Source: an optimization exercise on an open RTL-to-GDS flow (aim: small area and a short achievable clock period). Production flows keep margins and buffers that such runs may drop. Function was not checked in any run shown here: the RTL went through the layout flow alone. No activity file was given, so power comes from the tool's default toggle rates.

### flow/config.mk
export PLATFORM = sky130hd
export DESIGN_NAME = block_quantiser
export DESIGN_NICKNAME = block_quantiser
export VERILOG_FILES = /design/flow/design.v
export SDC_FILE = /design/flow/constraint.sdc
export NUM_CORES = 8
export LEC_CHECK = 0
export ABC_AREA = 1
export CAP_MARGIN = 80
export CORE_MARGIN = 2
export CORE_UTILIZATION = 55
export PLACE_DENSITY = 0.7
export SLEW_MARGIN = 80
### flow/constraint.sdc
create_clock -name core_clock -period 75.0 [get_ports {clk}]
set_input_delay 15.0000 -clock core_clock [delete_from_list [all_inputs] [get_ports {clk}]]
set_output_delay 15.0000 -clock core_clock [all_outputs]
set_load 0.01 [all_outputs]
### flow/design.v
module block_quantiser (
    input  wire         clk,
    input  wire         rst,            
    input  wire         in_valid,
    input  wire [511:0] in_data,        
    input  wire [1:0]   in_fmt,         
    input  wire [2:0]   in_esc_shift,   
    input  wire [31:0]  in_outlier,     
    input  wire         in_blight,
    output reg          out_valid,
    output reg  [15:0]  out_scale,      
    output reg  [255:0] out_codes,      
    output reg  [1:0]   out_esc_count,
    output reg  [4:0]   out_esc0_pos,
    output reg  [15:0]  out_esc0_val,
    output reg  [4:0]   out_esc1_pos,
    output reg  [15:0]  out_esc1_val
);
    integer i, b;
    function [31:0] kbit(input [479:0] keys, input integer bb);
        integer k;
        begin
            for (k = 0; k < 32; k = k + 1) kbit[k] = keys[15*k + bb];
        end
    endfunction
    function automatic [1:0] cnt2_r(input [31:0] v, input integer lo, input integer n);
        reg [1:0] x, y;
        begin
            if (n == 1) cnt2_r = {1'b0, v[lo]};
            else begin
                x = cnt2_r(v, lo, n / 2);
                y = cnt2_r(v, lo + n / 2, n - n / 2);
                cnt2_r = {x[1] | y[1] | (x[0] & y[0]), x[0] | y[0]};
            end
        end
    endfunction
    function [1:0] cnt2(input [31:0] v);
        cnt2 = cnt2_r(v, 0, 32);
    endfunction
    function automatic [2:0] cnt4_r(input [31:0] v, input integer lo, input integer n);
        reg [2:0] x, y;
        reg [3:0] z;
        begin
            if (n == 1) cnt4_r = {2'b00, v[lo]};
            else begin
                x = cnt4_r(v, lo, n / 2);
                y = cnt4_r(v, lo + n / 2, n - n / 2);
                z = {1'b0, x} + {1'b0, y};
                cnt4_r = (z > 4'd4) ? 3'd4 : z[2:0];
            end
        end
    endfunction
    function [2:0] cnt4(input [31:0] v);
        cnt4 = cnt4_r(v, 0, 32);
    endfunction
    function [4:0] enc32(input [31:0] v);
        integer k;
        reg [4:0] p;
        begin
            p = 5'd0;
            for (k = 0; k < 32; k = k + 1)
                if (v[k]) p = p | k[4:0];
            enc32 = p;
        end
    endfunction
    function automatic [32:0] first1_r(input [31:0] v, input integer lo, input integer n);
        reg [32:0] x, y;
        begin
            first1_r = 33'd0;
            if (n == 1) first1_r = {v[lo], 31'd0, v[lo]};
            else begin
                x = first1_r(v, lo, n / 2);
                y = first1_r(v, lo + n / 2, n - n / 2);
                first1_r[32] = x[32] | y[32];
                first1_r[31:0] = x[31:0] | ((x[32] ? 32'd0 : y[31:0]) << (n / 2));
            end
        end
    endfunction
    function [31:0] first1(input [31:0] v);
        reg [32:0] f;
        begin
            f = first1_r(v, 0, 32);
            first1 = f[31:0];
        end
    endfunction
    function exceeds(input [14:0] big, input [14:0] nxt, input [2:0] sh);
        reg [8:0] ne;
        begin
            ne = {1'b0, nxt[14:7]} + {5'd0, sh} + 9'd1;
            if (nxt[14:7] == 8'd0)
                exceeds = (big[14:7] != 8'd0);
            else
                exceeds = ({1'b0, big} > {ne, nxt[6:0]});
        end
    endfunction
    function [7:0] bq_dm(input [8:0] idx);
        begin
            case (idx)
            9'd0: bq_dm = 8'h53;
            9'd1: bq_dm = 8'h53;
            9'd2: bq_dm = 8'h53;
            9'd3: bq_dm = 8'h53;
            9'd4: bq_dm = 8'h53;
            9'd5: bq_dm = 8'h53;
            9'd6: bq_dm = 8'h54;
            9'd7: bq_dm = 8'h54;
            9'd8: bq_dm = 8'h54;
            9'd9: bq_dm = 8'h54;
            9'd10: bq_dm = 8'h54;
            9'd11: bq_dm = 8'h54;
            9'd12: bq_dm = 8'h54;
            9'd13: bq_dm = 8'h55;
            9'd14: bq_dm = 8'h55;
            9'd15: bq_dm = 8'h55;
            9'd16: bq_dm = 8'h55;
            9'd17: bq_dm = 8'h55;
            9'd18: bq_dm = 8'h55;
            9'd19: bq_dm = 8'h55;
            9'd20: bq_dm = 8'h56;
            9'd21: bq_dm = 8'h56;
            9'd22: bq_dm = 8'h56;
            9'd23: bq_dm = 8'h56;
            9'd24: bq_dm = 8'h56;
            9'd25: bq_dm = 8'h56;
            9'd26: bq_dm = 8'h56;
            9'd27: bq_dm = 8'h57;
            9'd28: bq_dm = 8'h57;
            9'd29: bq_dm = 8'h57;
            9'd30: bq_dm = 8'h57;
            9'd31: bq_dm = 8'h57;
            9'd32: bq_dm = 8'h57;
            9'd33: bq_dm = 8'h57;
            9'd34: bq_dm = 8'h58;
            9'd35: bq_dm = 8'h58;
            9'd36: bq_dm = 8'h58;
            9'd37: bq_dm = 8'h58;
            9'd38: bq_dm = 8'h58;
            9'd39: bq_dm = 8'h58;
            9'd40: bq_dm = 8'h58;
            9'd41: bq_dm = 8'h59;
            9'd42: bq_dm = 8'h59;
            9'd43: bq_dm = 8'h59;
            9'd44: bq_dm = 8'h59;
            9'd45: bq_dm = 8'h59;
            9'd46: bq_dm = 8'h59;
            9'd47: bq_dm = 8'h59;
            9'd48: bq_dm = 8'h5a;
            9'd49: bq_dm = 8'h5a;
            9'd50: bq_dm = 8'h5a;
            9'd51: bq_dm = 8'h5a;
            9'd52: bq_dm = 8'h5a;
            9'd53: bq_dm = 8'h5a;
            9'd54: bq_dm = 8'h5a;
            9'd55: bq_dm = 8'h5b;
            9'd56: bq_dm = 8'h5b;
            9'd57: bq_dm = 8'h5b;
            9'd58: bq_dm = 8'h5b;
            9'd59: bq_dm = 8'h5b;
            9'd60: bq_dm = 8'h5b;
            9'd61: bq_dm = 8'h5b;
            9'd62: bq_dm = 8'h5c;
            9'd63: bq_dm = 8'h5c;
            9'd64: bq_dm = 8'h5c;
            9'd65: bq_dm = 8'h5c;
            9'd66: bq_dm = 8'h5c;
            9'd67: bq_dm = 8'h5c;
            9'd68: bq_dm = 8'h5c;
            9'd69: bq_dm = 8'h5d;
            9'd70: bq_dm = 8'h5d;
            9'd71: bq_dm = 8'h5d;
            9'd72: bq_dm = 8'h5d;
            9'd73: bq_dm = 8'h5d;
            9'd74: bq_dm = 8'h5d;
            9'd75: bq_dm = 8'h5d;
            9'd76: bq_dm = 8'h5e;
            9'd77: bq_dm = 8'h5e;
            9'd78: bq_dm = 8'h5e;
            9'd79: bq_dm = 8'h5e;
            9'd80: bq_dm = 8'h5e;
            9'd81: bq_dm = 8'h5e;
            9'd82: bq_dm = 8'h5e;
            9'd83: bq_dm = 8'h5f;
            9'd84: bq_dm = 8'h5f;
            9'd85: bq_dm = 8'h5f;
            9'd86: bq_dm = 8'h5f;
            9'd87: bq_dm = 8'h5f;
            9'd88: bq_dm = 8'h5f;
            9'd89: bq_dm = 8'h5f;
            9'd90: bq_dm = 8'h60;
            9'd91: bq_dm = 8'h60;
            9'd92: bq_dm = 8'h60;
            9'd93: bq_dm = 8'h60;
            9'd94: bq_dm = 8'h60;
            9'd95: bq_dm = 8'h60;
            9'd96: bq_dm = 8'h60;
            9'd97: bq_dm = 8'h61;
            9'd98: bq_dm = 8'h61;
            9'd99: bq_dm = 8'h61;
            9'd100: bq_dm = 8'h61;
            9'd101: bq_dm = 8'h61;
            9'd102: bq_dm = 8'h61;
            9'd103: bq_dm = 8'h61;
            9'd104: bq_dm = 8'h61;
            9'd105: bq_dm = 8'h61;
            9'd106: bq_dm = 8'h61;
            9'd107: bq_dm = 8'h61;
            9'd108: bq_dm = 8'h61;
            9'd109: bq_dm = 8'h61;
            9'd110: bq_dm = 8'h61;
            9'd111: bq_dm = 8'h62;
            9'd112: bq_dm = 8'h62;
            9'd113: bq_dm = 8'h62;
            9'd114: bq_dm = 8'h62;
            9'd115: bq_dm = 8'h62;
            9'd116: bq_dm = 8'h62;
            9'd117: bq_dm = 8'h62;
            9'd118: bq_dm = 8'h62;
            9'd119: bq_dm = 8'h62;
            9'd120: bq_dm = 8'h62;
            9'd121: bq_dm = 8'h62;
            9'd122: bq_dm = 8'h62;
            9'd123: bq_dm = 8'h62;
            9'd124: bq_dm = 8'h62;
            9'd125: bq_dm = 8'h63;
            9'd126: bq_dm = 8'h63;
            9'd127: bq_dm = 8'h63;
            9'd128: bq_dm = 8'h66;
            9'd129: bq_dm = 8'h66;
            9'd130: bq_dm = 8'h66;
            9'd131: bq_dm = 8'h66;
            9'd132: bq_dm = 8'h66;
            9'd133: bq_dm = 8'h67;
            9'd134: bq_dm = 8'h67;
            9'd135: bq_dm = 8'h67;
            9'd136: bq_dm = 8'h67;
            9'd137: bq_dm = 8'h67;
            9'd138: bq_dm = 8'h67;
            9'd139: bq_dm = 8'h68;
            9'd140: bq_dm = 8'h68;
            9'd141: bq_dm = 8'h68;
            9'd142: bq_dm = 8'h68;
            9'd143: bq_dm = 8'h68;
            9'd144: bq_dm = 8'h68;
            9'd145: bq_dm = 8'h69;
            9'd146: bq_dm = 8'h69;
            9'd147: bq_dm = 8'h69;
            9'd148: bq_dm = 8'h69;
            9'd149: bq_dm = 8'h69;
            9'd150: bq_dm = 8'h69;
            9'd151: bq_dm = 8'h6a;
            9'd152: bq_dm = 8'h6a;
            9'd153: bq_dm = 8'h6a;
            9'd154: bq_dm = 8'h6a;
            9'd155: bq_dm = 8'h6a;
            9'd156: bq_dm = 8'h6a;
            9'd157: bq_dm = 8'h6b;
            9'd158: bq_dm = 8'h6b;
            9'd159: bq_dm = 8'h6b;
            9'd160: bq_dm = 8'h6b;
            9'd161: bq_dm = 8'h6b;
            9'd162: bq_dm = 8'h6b;
            9'd163: bq_dm = 8'h6c;
            9'd164: bq_dm = 8'h6c;
            9'd165: bq_dm = 8'h6c;
            9'd166: bq_dm = 8'h6c;
            9'd167: bq_dm = 8'h6c;
            9'd168: bq_dm = 8'h6c;
            9'd169: bq_dm = 8'h6d;
            9'd170: bq_dm = 8'h6d;
            9'd171: bq_dm = 8'h6d;
            9'd172: bq_dm = 8'h6d;
            9'd173: bq_dm = 8'h6d;
            9'd174: bq_dm = 8'h6d;
            9'd175: bq_dm = 8'h6e;
            9'd176: bq_dm = 8'h6e;
            9'd177: bq_dm = 8'h6e;
            9'd178: bq_dm = 8'h6e;
            9'd179: bq_dm = 8'h6e;
            9'd180: bq_dm = 8'h6e;
            9'd181: bq_dm = 8'h6f;
            9'd182: bq_dm = 8'h6f;
            9'd183: bq_dm = 8'h6f;
            9'd184: bq_dm = 8'h6f;
            9'd185: bq_dm = 8'h6f;
            9'd186: bq_dm = 8'h6f;
            9'd187: bq_dm = 8'h70;
            9'd188: bq_dm = 8'h70;
            9'd189: bq_dm = 8'h70;
            9'd190: bq_dm = 8'h70;
            9'd191: bq_dm = 8'h70;
            9'd192: bq_dm = 8'h70;
            9'd193: bq_dm = 8'h71;
            9'd194: bq_dm = 8'h71;
            9'd195: bq_dm = 8'h71;
            9'd196: bq_dm = 8'h71;
            9'd197: bq_dm = 8'h71;
            9'd198: bq_dm = 8'h71;
            9'd199: bq_dm = 8'h71;
            9'd200: bq_dm = 8'h71;
            9'd201: bq_dm = 8'h71;
            9'd202: bq_dm = 8'h71;
            9'd203: bq_dm = 8'h71;
            9'd204: bq_dm = 8'h71;
            9'd205: bq_dm = 8'h72;
            9'd206: bq_dm = 8'h72;
            9'd207: bq_dm = 8'h72;
            9'd208: bq_dm = 8'h72;
            9'd209: bq_dm = 8'h72;
            9'd210: bq_dm = 8'h72;
            9'd211: bq_dm = 8'h72;
            9'd212: bq_dm = 8'h72;
            9'd213: bq_dm = 8'h72;
            9'd214: bq_dm = 8'h72;
            9'd215: bq_dm = 8'h72;
            9'd216: bq_dm = 8'h72;
            9'd217: bq_dm = 8'h73;
            9'd218: bq_dm = 8'h73;
            9'd219: bq_dm = 8'h73;
            9'd220: bq_dm = 8'h73;
            9'd221: bq_dm = 8'h73;
            9'd222: bq_dm = 8'h73;
            9'd223: bq_dm = 8'h73;
            9'd224: bq_dm = 8'h73;
            9'd225: bq_dm = 8'h73;
            9'd226: bq_dm = 8'h73;
            9'd227: bq_dm = 8'h73;
            9'd228: bq_dm = 8'h73;
            9'd229: bq_dm = 8'h74;
            9'd230: bq_dm = 8'h74;
            9'd231: bq_dm = 8'h74;
            9'd232: bq_dm = 8'h74;
            9'd233: bq_dm = 8'h74;
            9'd234: bq_dm = 8'h74;
            9'd235: bq_dm = 8'h74;
            9'd236: bq_dm = 8'h74;
            9'd237: bq_dm = 8'h74;
            9'd238: bq_dm = 8'h74;
            9'd239: bq_dm = 8'h74;
            9'd240: bq_dm = 8'h74;
            9'd241: bq_dm = 8'h75;
            9'd242: bq_dm = 8'h75;
            9'd243: bq_dm = 8'h75;
            9'd244: bq_dm = 8'h75;
            9'd245: bq_dm = 8'h75;
            9'd246: bq_dm = 8'h75;
            9'd247: bq_dm = 8'h75;
            9'd248: bq_dm = 8'h75;
            9'd249: bq_dm = 8'h75;
            9'd250: bq_dm = 8'h75;
            9'd251: bq_dm = 8'h75;
            9'd252: bq_dm = 8'h75;
            9'd253: bq_dm = 8'h76;
            9'd254: bq_dm = 8'h76;
            9'd255: bq_dm = 8'h76;
            9'd256: bq_dm = 8'h80;
            9'd257: bq_dm = 8'h81;
            9'd258: bq_dm = 8'h81;
            9'd259: bq_dm = 8'h81;
            9'd260: bq_dm = 8'h81;
            9'd261: bq_dm = 8'h81;
            9'd262: bq_dm = 8'h81;
            9'd263: bq_dm = 8'h81;
            9'd264: bq_dm = 8'h81;
            9'd265: bq_dm = 8'h82;
            9'd266: bq_dm = 8'h82;
            9'd267: bq_dm = 8'h82;
            9'd268: bq_dm = 8'h82;
            9'd269: bq_dm = 8'h82;
            9'd270: bq_dm = 8'h82;
            9'd271: bq_dm = 8'h82;
            9'd272: bq_dm = 8'h82;
            9'd273: bq_dm = 8'h83;
            9'd274: bq_dm = 8'h83;
            9'd275: bq_dm = 8'h83;
            9'd276: bq_dm = 8'h83;
            9'd277: bq_dm = 8'h83;
            9'd278: bq_dm = 8'h83;
            9'd279: bq_dm = 8'h83;
            9'd280: bq_dm = 8'h83;
            9'd281: bq_dm = 8'h84;
            9'd282: bq_dm = 8'h84;
            9'd283: bq_dm = 8'h84;
            9'd284: bq_dm = 8'h84;
            9'd285: bq_dm = 8'h84;
            9'd286: bq_dm = 8'h84;
            9'd287: bq_dm = 8'h84;
            9'd288: bq_dm = 8'h84;
            9'd289: bq_dm = 8'h85;
            9'd290: bq_dm = 8'h85;
            9'd291: bq_dm = 8'h85;
            9'd292: bq_dm = 8'h85;
            9'd293: bq_dm = 8'h85;
            9'd294: bq_dm = 8'h85;
            9'd295: bq_dm = 8'h85;
            9'd296: bq_dm = 8'h85;
            9'd297: bq_dm = 8'h86;
            9'd298: bq_dm = 8'h86;
            9'd299: bq_dm = 8'h86;
            9'd300: bq_dm = 8'h86;
            9'd301: bq_dm = 8'h86;
            9'd302: bq_dm = 8'h86;
            9'd303: bq_dm = 8'h86;
            9'd304: bq_dm = 8'h86;
            9'd305: bq_dm = 8'h87;
            9'd306: bq_dm = 8'h87;
            9'd307: bq_dm = 8'h87;
            9'd308: bq_dm = 8'h87;
            9'd309: bq_dm = 8'h87;
            9'd310: bq_dm = 8'h87;
            9'd311: bq_dm = 8'h87;
            9'd312: bq_dm = 8'h87;
            9'd313: bq_dm = 8'h88;
            9'd314: bq_dm = 8'h88;
            9'd315: bq_dm = 8'h88;
            9'd316: bq_dm = 8'h88;
            9'd317: bq_dm = 8'h88;
            9'd318: bq_dm = 8'h88;
            9'd319: bq_dm = 8'h88;
            9'd320: bq_dm = 8'h88;
            9'd321: bq_dm = 8'h89;
            9'd322: bq_dm = 8'h89;
            9'd323: bq_dm = 8'h89;
            9'd324: bq_dm = 8'h89;
            9'd325: bq_dm = 8'h89;
            9'd326: bq_dm = 8'h89;
            9'd327: bq_dm = 8'h89;
            9'd328: bq_dm = 8'h89;
            9'd329: bq_dm = 8'h8a;
            9'd330: bq_dm = 8'h8a;
            9'd331: bq_dm = 8'h8a;
            9'd332: bq_dm = 8'h8a;
            9'd333: bq_dm = 8'h8a;
            9'd334: bq_dm = 8'h8a;
            9'd335: bq_dm = 8'h8a;
            9'd336: bq_dm = 8'h8a;
            9'd337: bq_dm = 8'h8b;
            9'd338: bq_dm = 8'h8b;
            9'd339: bq_dm = 8'h8b;
            9'd340: bq_dm = 8'h8b;
            9'd341: bq_dm = 8'h8b;
            9'd342: bq_dm = 8'h8b;
            9'd343: bq_dm = 8'h8b;
            9'd344: bq_dm = 8'h8b;
            9'd345: bq_dm = 8'h8c;
            9'd346: bq_dm = 8'h8c;
            9'd347: bq_dm = 8'h8c;
            9'd348: bq_dm = 8'h8c;
            9'd349: bq_dm = 8'h8c;
            9'd350: bq_dm = 8'h8c;
            9'd351: bq_dm = 8'h8c;
            9'd352: bq_dm = 8'h8c;
            9'd353: bq_dm = 8'h8d;
            9'd354: bq_dm = 8'h8d;
            9'd355: bq_dm = 8'h8d;
            9'd356: bq_dm = 8'h8d;
            9'd357: bq_dm = 8'h8d;
            9'd358: bq_dm = 8'h8d;
            9'd359: bq_dm = 8'h8d;
            9'd360: bq_dm = 8'h8d;
            9'd361: bq_dm = 8'h8e;
            9'd362: bq_dm = 8'h8e;
            9'd363: bq_dm = 8'h8e;
            9'd364: bq_dm = 8'h8e;
            9'd365: bq_dm = 8'h8e;
            9'd366: bq_dm = 8'h8e;
            9'd367: bq_dm = 8'h8e;
            9'd368: bq_dm = 8'h8e;
            9'd369: bq_dm = 8'h8f;
            9'd370: bq_dm = 8'h8f;
            9'd371: bq_dm = 8'h8f;
            9'd372: bq_dm = 8'h8f;
            9'd373: bq_dm = 8'h8f;
            9'd374: bq_dm = 8'h8f;
            9'd375: bq_dm = 8'h8f;
            9'd376: bq_dm = 8'h8f;
            9'd377: bq_dm = 8'h90;
            9'd378: bq_dm = 8'h90;
            9'd379: bq_dm = 8'h90;
            9'd380: bq_dm = 8'h90;
            9'd381: bq_dm = 8'h90;
            9'd382: bq_dm = 8'h90;
            9'd383: bq_dm = 8'h90;
            9'd384: bq_dm = 8'h11;
            9'd385: bq_dm = 8'h11;
            9'd386: bq_dm = 8'h11;
            9'd387: bq_dm = 8'h11;
            9'd388: bq_dm = 8'h11;
            9'd389: bq_dm = 8'h11;
            9'd390: bq_dm = 8'h11;
            9'd391: bq_dm = 8'h12;
            9'd392: bq_dm = 8'h12;
            9'd393: bq_dm = 8'h12;
            9'd394: bq_dm = 8'h12;
            9'd395: bq_dm = 8'h12;
            9'd396: bq_dm = 8'h12;
            9'd397: bq_dm = 8'h12;
            9'd398: bq_dm = 8'h12;
            9'd399: bq_dm = 8'h13;
            9'd400: bq_dm = 8'h13;
            9'd401: bq_dm = 8'h13;
            9'd402: bq_dm = 8'h13;
            9'd403: bq_dm = 8'h13;
            9'd404: bq_dm = 8'h13;
            9'd405: bq_dm = 8'h13;
            9'd406: bq_dm = 8'h13;
            9'd407: bq_dm = 8'h14;
            9'd408: bq_dm = 8'h14;
            9'd409: bq_dm = 8'h14;
            9'd410: bq_dm = 8'h14;
            9'd411: bq_dm = 8'h14;
            9'd412: bq_dm = 8'h14;
            9'd413: bq_dm = 8'h14;
            9'd414: bq_dm = 8'h14;
            9'd415: bq_dm = 8'h15;
            9'd416: bq_dm = 8'h15;
            9'd417: bq_dm = 8'h15;
            9'd418: bq_dm = 8'h15;
            9'd419: bq_dm = 8'h15;
            9'd420: bq_dm = 8'h15;
            9'd421: bq_dm = 8'h15;
            9'd422: bq_dm = 8'h15;
            9'd423: bq_dm = 8'h16;
            9'd424: bq_dm = 8'h16;
            9'd425: bq_dm = 8'h16;
            9'd426: bq_dm = 8'h16;
            9'd427: bq_dm = 8'h16;
            9'd428: bq_dm = 8'h16;
            9'd429: bq_dm = 8'h16;
            9'd430: bq_dm = 8'h16;
            9'd431: bq_dm = 8'h17;
            9'd432: bq_dm = 8'h17;
            9'd433: bq_dm = 8'h17;
            9'd434: bq_dm = 8'h17;
            9'd435: bq_dm = 8'h17;
            9'd436: bq_dm = 8'h17;
            9'd437: bq_dm = 8'h17;
            9'd438: bq_dm = 8'h17;
            9'd439: bq_dm = 8'h18;
            9'd440: bq_dm = 8'h18;
            9'd441: bq_dm = 8'h18;
            9'd442: bq_dm = 8'h18;
            9'd443: bq_dm = 8'h18;
            9'd444: bq_dm = 8'h18;
            9'd445: bq_dm = 8'h18;
            9'd446: bq_dm = 8'h18;
            9'd447: bq_dm = 8'h19;
            9'd448: bq_dm = 8'h19;
            9'd449: bq_dm = 8'h19;
            9'd450: bq_dm = 8'h19;
            9'd451: bq_dm = 8'h19;
            9'd452: bq_dm = 8'h19;
            9'd453: bq_dm = 8'h19;
            9'd454: bq_dm = 8'h19;
            9'd455: bq_dm = 8'h1a;
            9'd456: bq_dm = 8'h1a;
            9'd457: bq_dm = 8'h1a;
            9'd458: bq_dm = 8'h1a;
            9'd459: bq_dm = 8'h1a;
            9'd460: bq_dm = 8'h1a;
            9'd461: bq_dm = 8'h1a;
            9'd462: bq_dm = 8'h1a;
            9'd463: bq_dm = 8'h1b;
            9'd464: bq_dm = 8'h1b;
            9'd465: bq_dm = 8'h1b;
            9'd466: bq_dm = 8'h1b;
            9'd467: bq_dm = 8'h1b;
            9'd468: bq_dm = 8'h1b;
            9'd469: bq_dm = 8'h1b;
            9'd470: bq_dm = 8'h1b;
            9'd471: bq_dm = 8'h1c;
            9'd472: bq_dm = 8'h1c;
            9'd473: bq_dm = 8'h1c;
            9'd474: bq_dm = 8'h1c;
            9'd475: bq_dm = 8'h1c;
            9'd476: bq_dm = 8'h1c;
            9'd477: bq_dm = 8'h1c;
            9'd478: bq_dm = 8'h1c;
            9'd479: bq_dm = 8'h1d;
            9'd480: bq_dm = 8'h1d;
            9'd481: bq_dm = 8'h1d;
            9'd482: bq_dm = 8'h1d;
            9'd483: bq_dm = 8'h1d;
            9'd484: bq_dm = 8'h1d;
            9'd485: bq_dm = 8'h1d;
            9'd486: bq_dm = 8'h1d;
            9'd487: bq_dm = 8'h1e;
            9'd488: bq_dm = 8'h1e;
            9'd489: bq_dm = 8'h1e;
            9'd490: bq_dm = 8'h1e;
            9'd491: bq_dm = 8'h1e;
            9'd492: bq_dm = 8'h1e;
            9'd493: bq_dm = 8'h1e;
            9'd494: bq_dm = 8'h1e;
            9'd495: bq_dm = 8'h1f;
            9'd496: bq_dm = 8'h1f;
            9'd497: bq_dm = 8'h1f;
            9'd498: bq_dm = 8'h1f;
            9'd499: bq_dm = 8'h1f;
            9'd500: bq_dm = 8'h1f;
            9'd501: bq_dm = 8'h1f;
            9'd502: bq_dm = 8'h1f;
            9'd503: bq_dm = 8'h20;
            9'd504: bq_dm = 8'h20;
            9'd505: bq_dm = 8'h20;
            9'd506: bq_dm = 8'h20;
            9'd507: bq_dm = 8'h20;
            9'd508: bq_dm = 8'h20;
            9'd509: bq_dm = 8'h20;
            9'd510: bq_dm = 8'h20;
            9'd511: bq_dm = 8'h21;
            default: bq_dm = 8'h00;
            endcase
        end
    endfunction
    reg         r0_valid;
    reg [511:0] r0_data;
    reg [1:0]   r0_fmt;
    reg [2:0]   r0_shift;
    reg [31:0]  r0_outlier;
    reg         r0_blight;
    always @(posedge clk) begin
        if (rst) r0_valid <= 1'b0;
        else     r0_valid <= in_valid;
        r0_data    <= in_data;
        r0_fmt     <= in_fmt;
        r0_shift   <= in_esc_shift;
        r0_outlier <= in_outlier;
        r0_blight  <= in_blight;
    end
    reg [479:0] a_key;
    reg [31:0]  a_sign;
    reg [31:0]  a_nf;
    reg [31:0]  a_live;
    always @* begin
        for (i = 0; i < 32; i = i + 1) begin
            a_live[i] = ~r0_outlier[i];
            a_sign[i] = r0_data[16*i+15];
            a_nf[i]   = a_live[i] & (r0_data[16*i+14 -: 8] == 8'hFF);
            if (!a_live[i] || r0_data[16*i+14 -: 8] == 8'h00)
                a_key[15*i +: 15] = 15'd0;
            else
                a_key[15*i +: 15] = r0_data[16*i+14 -: 15];
        end
    end
    wire [2:0] a_nfc = cnt4(a_nf);                  
    wire [2:0] a_cc  = cnt4(a_live & ~a_nf);        
    reg [14:0] a_t0;
    reg [31:0] a_al0, a_L0;
    reg [7:0]  a_E1;
    reg [31:0] a_al1, a_L1;
    reg [31:0] hit;
    always @* begin
        a_al0 = ~a_nf;
        for (b = 14; b >= 7; b = b - 1) begin
            hit = a_al0 & kbit(a_key, b);
            a_t0[b] = |hit;
            if (a_t0[b]) a_al0 = hit;
        end
        a_L0 = a_al0;
        for (b = 6; b >= 0; b = b - 1) begin
            hit = a_al0 & kbit(a_key, b);
            a_t0[b] = |hit;
            if (a_t0[b]) a_al0 = hit;
        end
        a_al1 = ~a_nf & ~a_L0;
        for (b = 14; b >= 7; b = b - 1) begin
            hit = a_al1 & kbit(a_key, b);
            a_E1[b-7] = |hit;
            if (a_E1[b-7]) a_al1 = hit;
        end
        a_L1 = a_al1;
    end
    reg         ra_valid;
    reg [479:0] ra_key;
    reg [31:0]  ra_sign;
    reg [31:0]  ra_nf;
    reg [2:0]   ra_nfc;
    reg [2:0]   ra_cc;
    reg [14:0]  ra_t0;
    reg [31:0]  ra_L0;
    reg [7:0]   ra_E1;
    reg [31:0]  ra_L1;
    reg [1:0]   ra_fmt;
    reg [2:0]   ra_shift;
    reg         ra_blight;
    always @(posedge clk) begin
        if (rst) ra_valid <= 1'b0;
        else     ra_valid <= r0_valid;
        ra_key    <= a_key;
        ra_sign   <= a_sign;
        ra_nf     <= a_nf;
        ra_nfc    <= a_nfc;
        ra_cc     <= a_cc;
        ra_t0     <= a_t0;
        ra_L0     <= a_L0;
        ra_E1     <= a_E1;
        ra_L1     <= a_L1;
        ra_fmt    <= r0_fmt;
        ra_shift  <= r0_shift;
        ra_blight <= r0_blight;
    end
    reg [6:0]  b_F1;
    reg [31:0] b_al1;
    reg [14:0] b_t2;
    reg [31:0] b_al2, b_L2;
    reg [31:0] b_ok3;
    reg [31:0] hit2;
    always @* begin
        b_al1 = ra_L1;
        for (b = 6; b >= 0; b = b - 1) begin
            hit2 = b_al1 & kbit(ra_key, b);
            b_F1[b] = |hit2;
            if (b_F1[b]) b_al1 = hit2;
        end
        b_al2 = ~ra_nf & ~ra_L0 & ~ra_L1;
        for (b = 14; b >= 7; b = b - 1) begin
            hit2 = b_al2 & kbit(ra_key, b);
            b_t2[b] = |hit2;
            if (b_t2[b]) b_al2 = hit2;
        end
        b_L2 = b_al2;
        for (b = 6; b >= 0; b = b - 1) begin
            hit2 = b_al2 & kbit(ra_key, b);
            b_t2[b] = |hit2;
            if (b_t2[b]) b_al2 = hit2;
        end
        b_ok3 = ~ra_nf & ~ra_L0 & ~ra_L1 & ~b_L2;
    end
    wire [14:0] b_t1 = {ra_E1, b_F1};
    reg  [8:0]  b_thr_e;
    reg         b_low;
    reg  [31:0] b_reach;
    always @* begin
        b_thr_e = {1'b0, b_t2[14:7]} - {5'd0, ra_shift} - 9'd1;    
        b_low   = b_thr_e[8] || b_thr_e == 9'd0;                  
        for (i = 0; i < 32; i = i + 1)
            b_reach[i] = b_ok3[i] && (ra_key[15*i+14 -: 8] != 8'd0) &&
                         (b_low || ra_key[15*i +: 15] >= {b_thr_e[7:0], b_t2[6:0]});
    end
    wire [1:0] b_n0 = cnt2(ra_L0);
    wire [1:0] b_n1 = cnt2(ra_L1);
    wire [1:0] b_n2 = cnt2(b_L2);
    wire b_e01 = (ra_cc >= 3'd2) && b_n0[0] && !b_n0[1] && exceeds(ra_t0, b_t1, ra_shift);
    wire b_e12 = (ra_cc >= 3'd3) && b_n1[0] && !b_n1[1] && exceeds(b_t1, b_t2, ra_shift);
    wire b_e23 = (ra_cc >= 3'd4) && b_n2[0] && !b_n2[1] && (b_t2[14:7] != 8'd0) && !(|b_reach);
    reg         rb_valid;
    reg [479:0] rb_key;
    reg [31:0]  rb_sign;
    reg [31:0]  rb_nf;
    reg [2:0]   rb_nfc;
    reg [14:0]  rb_t0, rb_t1, rb_t2;
    reg [31:0]  rb_L0, rb_L1;
    reg         rb_e01, rb_e12, rb_e23;
    reg [1:0]   rb_fmt;
    reg         rb_blight;
    always @(posedge clk) begin
        if (rst) rb_valid <= 1'b0;
        else     rb_valid <= ra_valid;
        rb_key    <= ra_key;
        rb_sign   <= ra_sign;
        rb_nf     <= ra_nf;
        rb_nfc    <= ra_nfc;
        rb_t0     <= ra_t0;
        rb_t1     <= b_t1;
        rb_t2     <= b_t2;
        rb_L0     <= ra_L0;
        rb_L1     <= ra_L1;
        rb_e01    <= b_e01;
        rb_e12    <= b_e12;
        rb_e23    <= b_e23;
        rb_fmt    <= ra_fmt;
        rb_blight <= ra_blight;
    end
    wire c_nonfinite = (rb_nfc >= 3'd3);
    wire c_add0 = rb_e01 && (rb_nfc <= 3'd1);
    wire c_add1 = c_add0 && rb_e12 && (rb_nfc == 3'd0);
    wire c_promote = (rb_e01 && rb_nfc == 3'd2) ||
                     (c_add0 && rb_e12 && rb_nfc == 3'd1) ||
                     (c_add1 && rb_e23);
    wire c_x0 = c_add0 && !c_promote;               
    wire c_x1 = c_add1 && !c_promote;               
    wire [14:0] c_amax = c_x1 ? rb_t2 : (c_x0 ? rb_t1 : rb_t0);
    wire [1:0]  c_fmt  = c_promote ? 2'd3 : rb_fmt;
    wire [7:0] c_dm = bq_dm({c_fmt, c_amax[6:0]});
    reg  [9:0] c_en;
    reg  [7:0] c_e;
    reg  [3:0] c_m;
    always @* begin
        c_en = {2'b00, c_amax[14:7]} + {6'd0, c_dm[7:4]} - 10'd8;
        if (c_amax[14:7] == 8'd0) begin
            c_e = 8'd0;   c_m = 4'd0;
        end else if (c_en[9] || c_en == 10'd0) begin
            c_e = 8'd1;   c_m = 4'd0;
        end else if (c_en > 10'd254) begin
            c_e = 8'd254; c_m = 4'd15;
        end else begin
            c_e = c_en[7:0]; c_m = c_dm[3:0];
        end
    end
    wire [31:0] c_esc = rb_nf | (c_x0 ? rb_L0 : 32'd0) | (c_x1 ? rb_L1 : 32'd0);
    wire [31:0] c_nfa  = first1(rb_nf);
    wire [31:0] c_nfb  = first1(rb_nf & ~c_nfa);
    function [15:0] nfval(input [31:0] sel, input [31:0] sg, input [479:0] keys);
        integer k;
        reg s, n;
        begin
            s = 1'b0;
            n = 1'b0;
            for (k = 0; k < 32; k = k + 1) begin
                s = s | (sel[k] & sg[k]);
                n = n | (sel[k] & (keys[15*k +: 7] != 7'd0));
            end
            nfval = n ? 16'h7FC0 : {s, 15'h7F80};
        end
    endfunction
    reg [1:0]  c_cnt;
    reg [4:0]  c_pa, c_pb;
    reg [15:0] c_va, c_vb;
    reg        c_hasb;
    reg [4:0]  c_p0, c_p1;
    reg [15:0] c_v0, c_v1;
    always @* begin
        c_p0 = enc32(rb_L0);
        c_p1 = enc32(rb_L1);
        c_v0 = {|(rb_L0 & rb_sign), rb_t0};
        c_v1 = {|(rb_L1 & rb_sign), rb_t1};
        c_pa = enc32(c_nfa); c_va = nfval(c_nfa, rb_sign, rb_key);
        c_pb = enc32(c_nfb); c_vb = nfval(c_nfb, rb_sign, rb_key);
        c_hasb = 1'b0;
        if (c_x1) begin
            c_pa = c_p0; c_va = c_v0;
            c_pb = c_p1; c_vb = c_v1;
            c_hasb = 1'b1;
        end else if (c_x0) begin
            c_pb = c_p0; c_vb = c_v0;
            c_hasb = (rb_nfc == 3'd1);
            if (rb_nfc == 3'd0) begin
                c_pa = c_p0; c_va = c_v0;
            end
        end
        c_cnt = c_nonfinite ? 2'd0 : (c_x1 ? 2'd2 : (rb_nfc[1:0] + {1'b0, c_x0}));
        if (c_hasb && c_pb < c_pa) begin
            {c_pa, c_va, c_pb, c_vb} = {c_pb, c_vb, c_pa, c_va};
        end
        if (c_cnt < 2'd2) begin
            c_pb = 5'd0; c_vb = 16'd0;
        end
        if (c_cnt == 2'd0) begin
            c_pa = 5'd0; c_va = 16'd0;
        end
    end
    localparam integer CSTEPS = 3;
    wire [7:0] c_em1 = c_e - 8'd1;
    wire [3:0] c_c4  = c_e[3:0] + 4'd7;
    wire [4:0] c_dv  = {1'b1, c_m};
    reg [12:0] c_r   [0:31];
    reg [6:0]  c_q   [0:31];
    reg [12:0] r;
    reg [6:0]  t;
    reg [3:0]  u;
    reg        okq;
    always @* begin
        for (i = 0; i < 32; i = i + 1) begin
            okq = (rb_key[15*i+14 -: 8] >= c_em1) && (rb_key[15*i+14 -: 8] != 8'd0) &&
                  (c_e != 8'd0) && !c_esc[i];
            u   = c_c4 - rb_key[15*i+10 -: 4];
            r   = okq ? ({1'b1, rb_key[15*i +: 7], 5'd0} >> u) : 13'd0;
            c_q[i] = 7'd0;
            for (b = 6; b > 6 - CSTEPS; b = b - 1) begin
                t = {1'b0, r[b+1 +: 6]} - {2'b0, c_dv};
                c_q[i][b] = ~t[6];
                if (~t[6]) r[b+1 +: 6] = {1'b0, t[4:0]};
            end
            c_r[i] = r;
        end
    end
    reg         rc_valid;
    reg [12:0]  rc_r    [0:31];
    reg [6:0]   rc_q    [0:31];
    reg [31:0]  rc_sign;
    reg [31:0]  rc_esc;
    reg [7:0]   rc_e;
    reg [3:0]   rc_m;
    reg [1:0]   rc_fmt;
    reg         rc_nonfinite;
    reg         rc_promote;
    reg         rc_blight;
    reg [1:0]   rc_cnt;
    reg [4:0]   rc_p0, rc_p1;
    reg [15:0]  rc_v0, rc_v1;
    always @(posedge clk) begin
        if (rst) rc_valid <= 1'b0;
        else     rc_valid <= rb_valid;
        for (i = 0; i < 32; i = i + 1) begin
            rc_r[i] <= c_r[i] & ((13'd1 << (13 - CSTEPS)) - 13'd1);
            rc_q[i] <= c_q[i] & ~((7'd1 << (7 - CSTEPS)) - 7'd1);
        end
        rc_sign      <= rb_sign;
        rc_esc       <= c_esc;
        rc_e         <= c_e;
        rc_m         <= c_m;
        rc_fmt       <= c_fmt;
        rc_nonfinite <= c_nonfinite;
        rc_promote   <= c_promote;
        rc_blight    <= rb_blight;
        rc_cnt       <= c_cnt;
        rc_p0        <= c_pa;
        rc_v0        <= c_va;
        rc_p1        <= c_pb;
        rc_v1        <= c_vb;
    end
    wire [4:0] d_dv = {1'b1, rc_m};
    reg [7:0]  code8 [0:31];
    reg [6:0]  q;
    reg        rbit;
    always @* begin
        for (i = 0; i < 32; i = i + 1) begin
            r = rc_r[i];
            q = rc_q[i];
            for (b = 6 - CSTEPS; b >= 0; b = b - 1) begin
                t = {1'b0, r[b+1 +: 6]} - {2'b0, d_dv};
                q[b] = ~t[6];
                if (~t[6]) r[b+1 +: 6] = {1'b0, t[4:0]};
            end
            t    = {1'b0, r[5:0]} - {2'b0, d_dv};
            rbit = ~t[6];
            if (rc_esc[i])
                code8[i] = 8'h80;
            else
                code8[i] = ({1'b0, q} ^ {8{rc_sign[i]}}) + {7'd0, rc_sign[i] ^ rbit};
        end
    end
    reg [255:0] codes;
    always @* begin
        codes = 256'd0;
        for (i = 0; i < 32; i = i + 1) begin
            case (rc_fmt)
                2'd0: codes[4*i +: 4] = {code8[i][7], code8[i][2:0]};
                2'd1: codes[3*i +: 3] = {code8[i][7], code8[i][1:0]};
                2'd2: codes[2*i +: 2] = {code8[i][7], code8[i][0]};
                default: codes[8*i +: 8] = code8[i];
            endcase
        end
    end
    always @(posedge clk) begin
        if (rst) out_valid <= 1'b0;
        else     out_valid <= rc_valid;
        if (rc_nonfinite) begin
            out_scale <= {8'hFF, 4'd0, 1'b0, 1'b0, rc_blight, 1'b0};
            out_codes <= 256'd0;
        end else begin
            out_scale <= {rc_e, rc_m, (rc_cnt != 2'd0), rc_promote, rc_blight, 1'b0};
            out_codes <= codes;
        end
        out_esc_count <= rc_cnt;
        out_esc0_pos  <= rc_p0;
        out_esc0_val  <= rc_v0;
        out_esc1_pos  <= rc_p1;
        out_esc1_val  <= rc_v1;
    end
endmodule
### flow/run.sh
#!/bin/bash
# synth_recipe.tcl (not shown) runs the flow's synth.tcl, then flattens the netlist and writes it again
# the make line also repeats each setting of config.mk as NAME=value (left out here)
make -C /OpenROAD-flow-scripts/flow DESIGN_CONFIG=/design/flow/config.mk WORK_HOME=/design/flow/orfs CLKGATE_MAP_FILE= SYNTH_SCRIPT=/design/flow/synth_recipe.tcl finish
==> metrics.md, run 1 <==
| Metric | Value |
|---|---|
| Status | aborted with a tool error |
| Stopping stage | 5_1_grt |
| Error | [ERROR GRT-0116] Global routing finished with congestion. Check the congestion regions in the DRC Viewer. |
| Number of synthesis warnings | 32 |
| Post-CTS Setup Bufs | 0 |
| Mapped Cells | 26.31k |
| Row Count | ~210 |
| CTS Hold Buffers Added | 0 |
| Final global-route overflow total | 21 |
| Post-synth EDFFs | 0 |
| Post-cts resize count | 0 |
| Primary FF master, synth | dfxtp_1 |
| Die Y | just under 600 um |
| Num CTS Buffers | 298 |
| Mapped Area | about 190000 um2 |
| Unique masters post-synth | 77 |
| Max Root-Sink Buffers | 4 |
| Vias in the first global route | ~210k |
| Die width | 586.0 um |
| Sequential share of the synthesized area | 0.2902 |
| Hpwl dp | approximately 900 mm |
| Syn avg cell area | 7.080 um2 |
| H-tree depth reported by CTS | 5 |
| # IOs | 870 |
| Final Wtd Congestion | between 1 and 1.5 |
| Global Route Usage Sum | 0.6487 |
| IO Port Bufs | 863 |
| Yosys reg bits | around 2.7k |
| Sink Count | 2700 |
| Starting Density | 0.5530 |
| First-pass GRT wire length | 1573 mm |
| Largest net degree at the start of global routing | ~50 |
| FFs w/ async S/R, synth | 0 |
| CTS root buffer | clkbuf_16 |
[through the flow]
stage	cells	cell area [um2]	setup slack [ps]	util
4_1_cts	32812	228300	51890	0.6776
3_5_place_dp	32267	218000	51940	0.6471
3_3_place_gp	31638	201400	47500	0.5978
2_1_floorplan	26313	186300	54300	-
[synth_stat cells (87+ instances only)]
cell type / number / area share
nand3_1: 1821 / 0.049
buf_6: 87 / 0.0053
nand3b_1: 113 / 0.0046
dfxtp_1: 2700 / 0.29
nand2_2: 93 / 0.0031
a21o_1: 102 / 0.0041
inv_1: 3099 / 0.062
a21oi_1: 1121 / 0.030
xor2_1: 405 / 0.019
clkbuf_1: 280 / 0.0056
nor3_1: 179 / 0.0048
xnor2_1: 369 / 0.017
a211oi_1: 201 / 0.0081
o21a_1: 102 / 0.0041
or2_2: 346 / 0.012
o21ai_0: 2363 / 0.063
nand4_1: 240 / 0.0081
nand2_1: 6593 / 0.13
o22ai_1: 185 / 0.0062
fa_1: 284 / 0.031
ha_1: 2018 / 0.14
nand3_2: 96 / 0.0052
nor4_1: 216 / 0.0073
nor2_1: 2157 / 0.043
o211ai_1: 124 / 0.0050
[logic make-up after synthesis]
| family | after synthesis | synth area share |
|---|---|---|
| buf+inv | 3680 | 0.08090 |
| flops | 2700 | 0.2902 |
| xor+xnor | 774 | 0.03639 |
| other cells | 1 | 0.00002013 |
| fa+ha+maj | 2302 | 0.1661 |
| simple gates | 12079 | 0.2798 |
| mux | 71 | 0.003815 |
| compound gates | 4701 | 0.1428 |
[power by group through the flow]
stage	Sequential [mW]	Combinational [mW]	Clock, mW
2_1_floorplan	1.85	41.6	0
3_3_place_gp	1.92	57.0	0
3_5_place_dp	1.94	73.5	0
4_1_cts	1.91	74.1	1.57
[how the worst max path moves through the flow]
| stage | to | slack [ps] | cells past startpoint |
|---|---|---|---|
| after floorplan | out_codes[86] | 54300 | 52 |
| after global placement | rb_e23 | 47500 | 137 |
| after detailed placement | rb_e23 | 51940 | 143 |
| after CTS | rb_e23 | 51890 | 143 |
[routing by layer]
layer,GRT overflow,track usage
met3,1,0.3941
met4,9,0.6381
met1,0,0.6914
met5,0,0.06164
met2,11,0.8553
==> inputs of run 2 (changes only) <==
--- a/flow/design.v
+++ b/flow/design.v
@@ -24,4 +24,30 @@
         end
     endfunction
+    function [47:0] elim(input [31:0] al_in, input [479:0] keys,
+                         input integer hb, input integer lb);
+        reg [31:0] al, x1, x0;
+        reg [15:0] v;
+        reg d1, d0;
+        integer bb;
+        begin
+            al = al_in;
+            v  = 16'd0;
+            for (bb = hb; bb > lb; bb = bb - 2) begin
+                x1 = kbit(keys, bb);
+                x0 = kbit(keys, bb - 1);
+                d1 = |(al & x1);
+                d0 = d1 ? |(al & x1 & x0) : |(al & x0);
+                al = al & (x1 | {32{~d1}}) & (x0 | {32{~d0}});
+                v  = {v[13:0], d1, d0};
+            end
+            if (((hb - lb) % 2) == 0) begin
+                x1 = kbit(keys, lb);
+                d1 = |(al & x1);
+                al = al & (x1 | {32{~d1}});
+                v  = {v[14:0], d1};
+            end
+            elim = {v, al};
+        end
+    endfunction
     function automatic [1:0] cnt2_r(input [31:0] v, input integer lo, input integer n);
         reg [1:0] x, y;
@@ -646,28 +672,15 @@
     wire [2:0] a_cc  = cnt4(a_live & ~a_nf);        
     reg [14:0] a_t0;
-    reg [31:0] a_al0, a_L0;
+    reg [31:0] a_L0, a_L1;
     reg [7:0]  a_E1;
-    reg [31:0] a_al1, a_L1;
-    reg [31:0] hit;
+    reg [47:0] ea, fa, e1;
     always @* begin
-        a_al0 = ~a_nf;
-        for (b = 14; b >= 7; b = b - 1) begin
-            hit = a_al0 & kbit(a_key, b);
-            a_t0[b] = |hit;
-            if (a_t0[b]) a_al0 = hit;
-        end
-        a_L0 = a_al0;
-        for (b = 6; b >= 0; b = b - 1) begin
-            hit = a_al0 & kbit(a_key, b);
-            a_t0[b] = |hit;
-            if (a_t0[b]) a_al0 = hit;
-        end
-        a_al1 = ~a_nf & ~a_L0;
-        for (b = 14; b >= 7; b = b - 1) begin
-            hit = a_al1 & kbit(a_key, b);
-            a_E1[b-7] = |hit;
-            if (a_E1[b-7]) a_al1 = hit;
-        end
-        a_L1 = a_al1;
+        ea   = elim(~a_nf, a_key, 14, 7);
+        a_L0 = ea[31:0];
+        fa   = elim(a_L0, a_key, 6, 0);
+        a_t0 = {ea[39:32], fa[38:32]};
+        e1   = elim(~a_nf & ~a_L0, a_key, 14, 7);
+        a_E1 = e1[39:32];
+        a_L1 = e1[31:0];
     end
     reg         ra_valid;
@@ -701,28 +714,15 @@
     end
     reg [6:0]  b_F1;
-    reg [31:0] b_al1;
     reg [14:0] b_t2;
-    reg [31:0] b_al2, b_L2;
+    reg [31:0] b_L2;
     reg [31:0] b_ok3;
-    reg [31:0] hit2;
+    reg [47:0] f1, e2, f2;
     always @* begin
-        b_al1 = ra_L1;
-        for (b = 6; b >= 0; b = b - 1) begin
-            hit2 = b_al1 & kbit(ra_key, b);
-            b_F1[b] = |hit2;
-            if (b_F1[b]) b_al1 = hit2;
-        end
-        b_al2 = ~ra_nf & ~ra_L0 & ~ra_L1;
-        for (b = 14; b >= 7; b = b - 1) begin
-            hit2 = b_al2 & kbit(ra_key, b);
-            b_t2[b] = |hit2;
-            if (b_t2[b]) b_al2 = hit2;
-        end
-        b_L2 = b_al2;
-        for (b = 6; b >= 0; b = b - 1) begin
-            hit2 = b_al2 & kbit(ra_key, b);
-            b_t2[b] = |hit2;
-            if (b_t2[b]) b_al2 = hit2;
-        end
+        f1   = elim(ra_L1, ra_key, 6, 0);
+        b_F1 = f1[38:32];
+        e2   = elim(~ra_nf & ~ra_L0 & ~ra_L1, ra_key, 14, 7);
+        b_L2 = e2[31:0];
+        f2   = elim(b_L2, ra_key, 6, 0);
+        b_t2 = {e2[39:32], f2[38:32]};
         b_ok3 = ~ra_nf & ~ra_L0 & ~ra_L1 & ~b_L2;
     end
==> flow/flow/run.sh (new file) <==
#!/bin/bash
# Layout flow: the standard ORFS flow (standard.sh), with a setup slack
# margin for ORFS's timing repair (repair_timing in floorplan, CTS and global
# route) so that repair works on paths well inside the 75 ns clock period.
# Gate cloning is skipped. All of make's output, including every tool's log,
# goes to flow_make.log here; ORFS keeps each step's log under orfs/logs.
set -uo pipefail
bash standard.sh SETUP_SLACK_MARGIN=57 SKIP_GATE_CLONING=1 finish > flow_make.log 2>&1
==> flow/standard.sh (new file) <==
#!/bin/bash
# synth_recipe.tcl (not shown) runs the flow's synth.tcl, then flattens the netlist and writes it again
# the make line also repeats each setting of config.mk as NAME=value (left out here)
make -C /OpenROAD-flow-scripts/flow DESIGN_CONFIG=/design/flow/config.mk WORK_HOME=/design/flow/orfs CLKGATE_MAP_FILE= SYNTH_SCRIPT=/design/flow/synth_recipe.tcl "${@:-finish}"
--- a/flow/config.mk
+++ b/flow/config.mk
@@ -6,8 +6,7 @@
 export NUM_CORES = 8
 export LEC_CHECK = 0
-export ABC_AREA = 1
-export CAP_MARGIN = 80
+export CAP_MARGIN = 20
 export CORE_MARGIN = 2
-export CORE_UTILIZATION = 55
-export PLACE_DENSITY = 0.7
-export SLEW_MARGIN = 80
+export CORE_UTILIZATION = 40
+export PLACE_DENSITY = 0.6
+export SLEW_MARGIN = 20
removed: flow/run.sh
==> run 2 against run 1 <==
Effect of this change: now clean on timing, DRC and antenna; synthesized area is 0.37% lower; synthesized cell count is 17% lower.
==> metrics.md, run 2 <==
| Metric | Value |
|---|---|
| Top-area cell type share of the netlist area | 0.2913 |
| Unique masters post-synth | roughly 120 |
| P per Cell Area | approximately 57 nW/um2 |
| Crit Path Max Fanout | 20 |
| CTS Hold Buffers Added | 0 |
| Leak | 100.5 nW |
| Slew @ Worst Pin | roughly 1400 ps |
| Register area | 54130 um2 |
| DRT iter0 DRCs | about 32k |
| Sequential Power Share | 0.139 |
| VDD IR-drop max | slightly below 0.0001 V |
| RSZ-0062 raised after global routing | yes |
| Post-route insts no fill | between 30k and 40k |
| Final setup violation count | 0 |
| Clock skew | between 100 and 150 ps |
| Worst R2R Path Depth | 91 |
| Drt pass-1 iters | 10 |
| Setup WS pre-CTS | 48480 ps |
| Reg2Reg Capture Point | rb_e23 |
| Number of synthesis warnings | 33 |
| Worst skew pair latency | 1110 ps |
| Antenna viol nets, final | 0 |
| Row Count | 250 |
| Switching pwr | around 6.9 mW |
| WHS | between 200 and 300 ps |
| Critical Path Start Type | flip-flop |
| Top layer in use | met5 |
| Reg with most FFs | r0_data |
| CP Data Arrival Time | ~21000 ps |
| Sequential share of the synthesized area | 0.2913 |
| RR Startpoint | ra_L1[15] |
| Placed cells | between 20k and 30k |
| DR vias | around 200k |
| Synth area leader | dfxtp_1 |
| Post-DP Area | between 200000 and 250000 um2 |
| CTS root buffer | clkbuf_16 |
| Maximum capacitance violations | 0 |
| Internal power | 5.829 mW |
| Number of remaining DRC errors | 0 |
| FFs w/ async S/R, synth | 0 |
| # fillers | about 44k |
| Yosys reg bits | between 2k and 3k |
| Setup_tns | 0 ps |
| Core ar. | 462900 um2 |
| Largest net degree at the start of global routing | 90 |
| Worst path bufs/invs | 27 |
| Mapped Cells | 21.79k |
| Crit path to | rb_e23 |
| Syn avg cell area | about 8.5 um2 |
| Max Root-Sink Buffers | 4 |
| DR WL met3 | 175.3 mm |
| Critical path depth in cells | 91 |
| Multi-input gate area in the final layout | approximately 130000 um2 |
| Combinational share of power | 0.729 |
| Crit path from | ra_L1[15] |
| HP Class | reg -> reg |
| Area contributors post-synth | dfxtp_1 (29%), ha_1 (15%), a21oi_1 (4.3%), nor2_1 (3.4%), inv_1 (3.3%) |
| Post-synth EDFFs | 0 |
| Die area | 469400 um2 |
| Slew margin rel. | 0.06546 |
| Routed WL per cell | approximately 44 um |
| M1 WL | 488.7 mm |
| Final Wtd Congestion | approximately 1.2 |
| WL met2 | between 500 and 600 mm |
| Area delta synth->final | 20.56% |
| H-tree depth reported by CTS | 5 |
| Required @ worst endpoint | around 76000 ps |
| Vias in the first global route | approximately 180k |
| Most frequent cells in the layout | dfxtp_1 (2658), ha_1 (2183), nor2_1 (1675) |
| CP delay by family, top | simple AND/OR/NAND/NOR gates |
| Layout cells sized above 1 | 0.1186 |
| First-pass GRT wire length | 1715 mm |
| Die width | a little under 700 um |
| Slowest-stage cell, CP | a2111oi_1 |
| IO Port Bufs | about 860 |
| Worst reg2reg setup slack | 55240 ps |
| Hpwl dp | 1072 mm |
| Starting Density | 0.4008 |
| Mapped Area | roughly 190000 um2 |
| Fin crit share | 0.2635 |
| Tmin final | between 15000 and 20000 ps |
| Sw frac | 0.5420 |
| Clock power frac | 0.132 |
| Final Hold Viols | 0 |
| Largest registers | r0_data x512, ra_key x480, rb_key x480 |
| Count leader, synth | dfxtp_1 |
| Global Route Usage Sum | 0.5426 |
| Worst setup margin | 55240 ps |
| Status | timing/DRC/antenna clean |
| Num CTS Buffers | between 300 and 400 |
| Crit. End Element | flip-flop |
| Total wire length | 1327 mm |
| Most common cell after layout, fill and taps aside | dfxtp_1 |
| Primary FF master, synth | dfxtp_1 |
| Antenna violations before repair | about 340 |
| Synth top cells by count | dfxtp_1 (2700), ha_1 (2210), nor2_1 (1686), inv_1 (1629), a21oi_1 (1600) |
| Nets@finish | 26.50k |
| Clock-pin slew on the worst setup and hold paths | around 70 ps |
| Final global-route overflow total | 0 |
| Core Util, Final | 0.4832 |
| Via density | 6.721 |
| Final instance area | about 220000 um2 |
| Max FFs per register | around 500 |
| Largest stage delay, worst path | 720 ps |
| Die Y | ~700 um |
| CTS tree | done |
| Crit Path Category | reg -> reg |
| Achievable Freq | a little over 0.05 GHz |
| Most numerous cell on the critical path | buf_12 |
| Final Max Slew Viols | 0 |
| Sink Count | about 2.7k |
| # IOs | between 800 and 900 |
| Total chip power | around 13 mW |
run 2: cell types whose count changed after synthesis, sizes merged, moves of 292 or more:
cell    delta
a22oi    +292
nor3     +347
a21o     +494
nand2   -5379
nand2b   +667
nor2     -592
nor2b    +537
mux2i    +368
mux2     +294
inv     -1475
o21ai   -1065
nand3   -1530
or2      -298
a21oi    +480
run 2: worst min-delay path by stage:
stage                            start               to  slack (ps)  cells past startpoint
after floorplan               rc_p0[0]  out_esc0_pos[0]         310                      0
after global placement    r0_data[415]      ra_sign[25]         310                      0
after global routing       r0_shift[0]      ra_shift[0]         290                      0
after detailed placement   ra_sign[16]      rb_sign[16]         310                      0
after CTS                  r0_shift[0]      ra_shift[0]         290                      0
final                      r0_shift[0]      ra_shift[0]         290                      0
run 2: kinds of logic after synthesis:
family / share of synthesized area
AND/OR/NAND/NOR: 0.1743
AO/OA/AOI/OAI: 0.2171
flip-flops: 0.2913
adder cells (fa/ha/maj): 0.1800
buffers and inverters: 0.05058
XOR/XNOR: 0.04503
multiplexers: 0.04166
other: 0.00002021
run 2: cell type report:
cell class / count / area share
Sequential cell: 2700 / 0.2420
Timing Repair Buffer: 2001 / 0.07997
Antenna cell: 345 / 0.003859
Multi-Input combinational cell: 16775 / 0.5624
Clock inverter: 160 / 0.01026
Tap cell: 6174 / 0.03453
Clock buffer: 404 / 0.03874
Inverter: 1660 / 0.02823
run 2: power by group through the flow:
stage	Sequential (mW)	Clock, mW	Combinational (mW)
after floorplan	1.73	0	6.08
after global placement	1.78	0	8.57
after detailed placement	1.78	0	8.76
after CTS	1.75	1.67	8.90
after global routing	1.77	1.72	9.98
final	1.77	1.67	9.28
run 2: what timing repair did:
action                     4_1_cts  5_1_grt
setup endpoints to repair       46       59
resized for setup              414      114
pin swaps                       85       55
buffers inserted               142       40
run 2: per-layer routing:
metal  up-vias  global-route usage
met3      5261              0.2469
met1     97833              0.6313
li1      82790                   -
met5         -             0.01020
met2     17133              0.7212
met4        84              0.5262

[static timing again, ports no longer ideal]
In the flow no input, the clock included, has a driving cell. The finished layout below was timed again as built, in two steps. Step 1, drivers: a clkbuf_16 drives clk and a buf_2 each remaining input, both assumed. Step 2 adds t to the input delays and takes it off the output delays; t is the mean of the earliest and latest rising clock arrival at the registers after step 1. Input paths then give back, and output paths get back, about the clock's delay inside the block. Three values: no drivers, after step 1, after step 2; two values: the first two.
run: run 2
t, ns: 1.195
setup WS [ns]: 55.235 / 55.235 / 55.235
clock arrival spread, ns: 0.108 / 0.107
After both steps run 2 still meets setup and hold. The setup slack of run 2 moves by 0.000 ns with the drivers and by 0.000 ns with both steps.
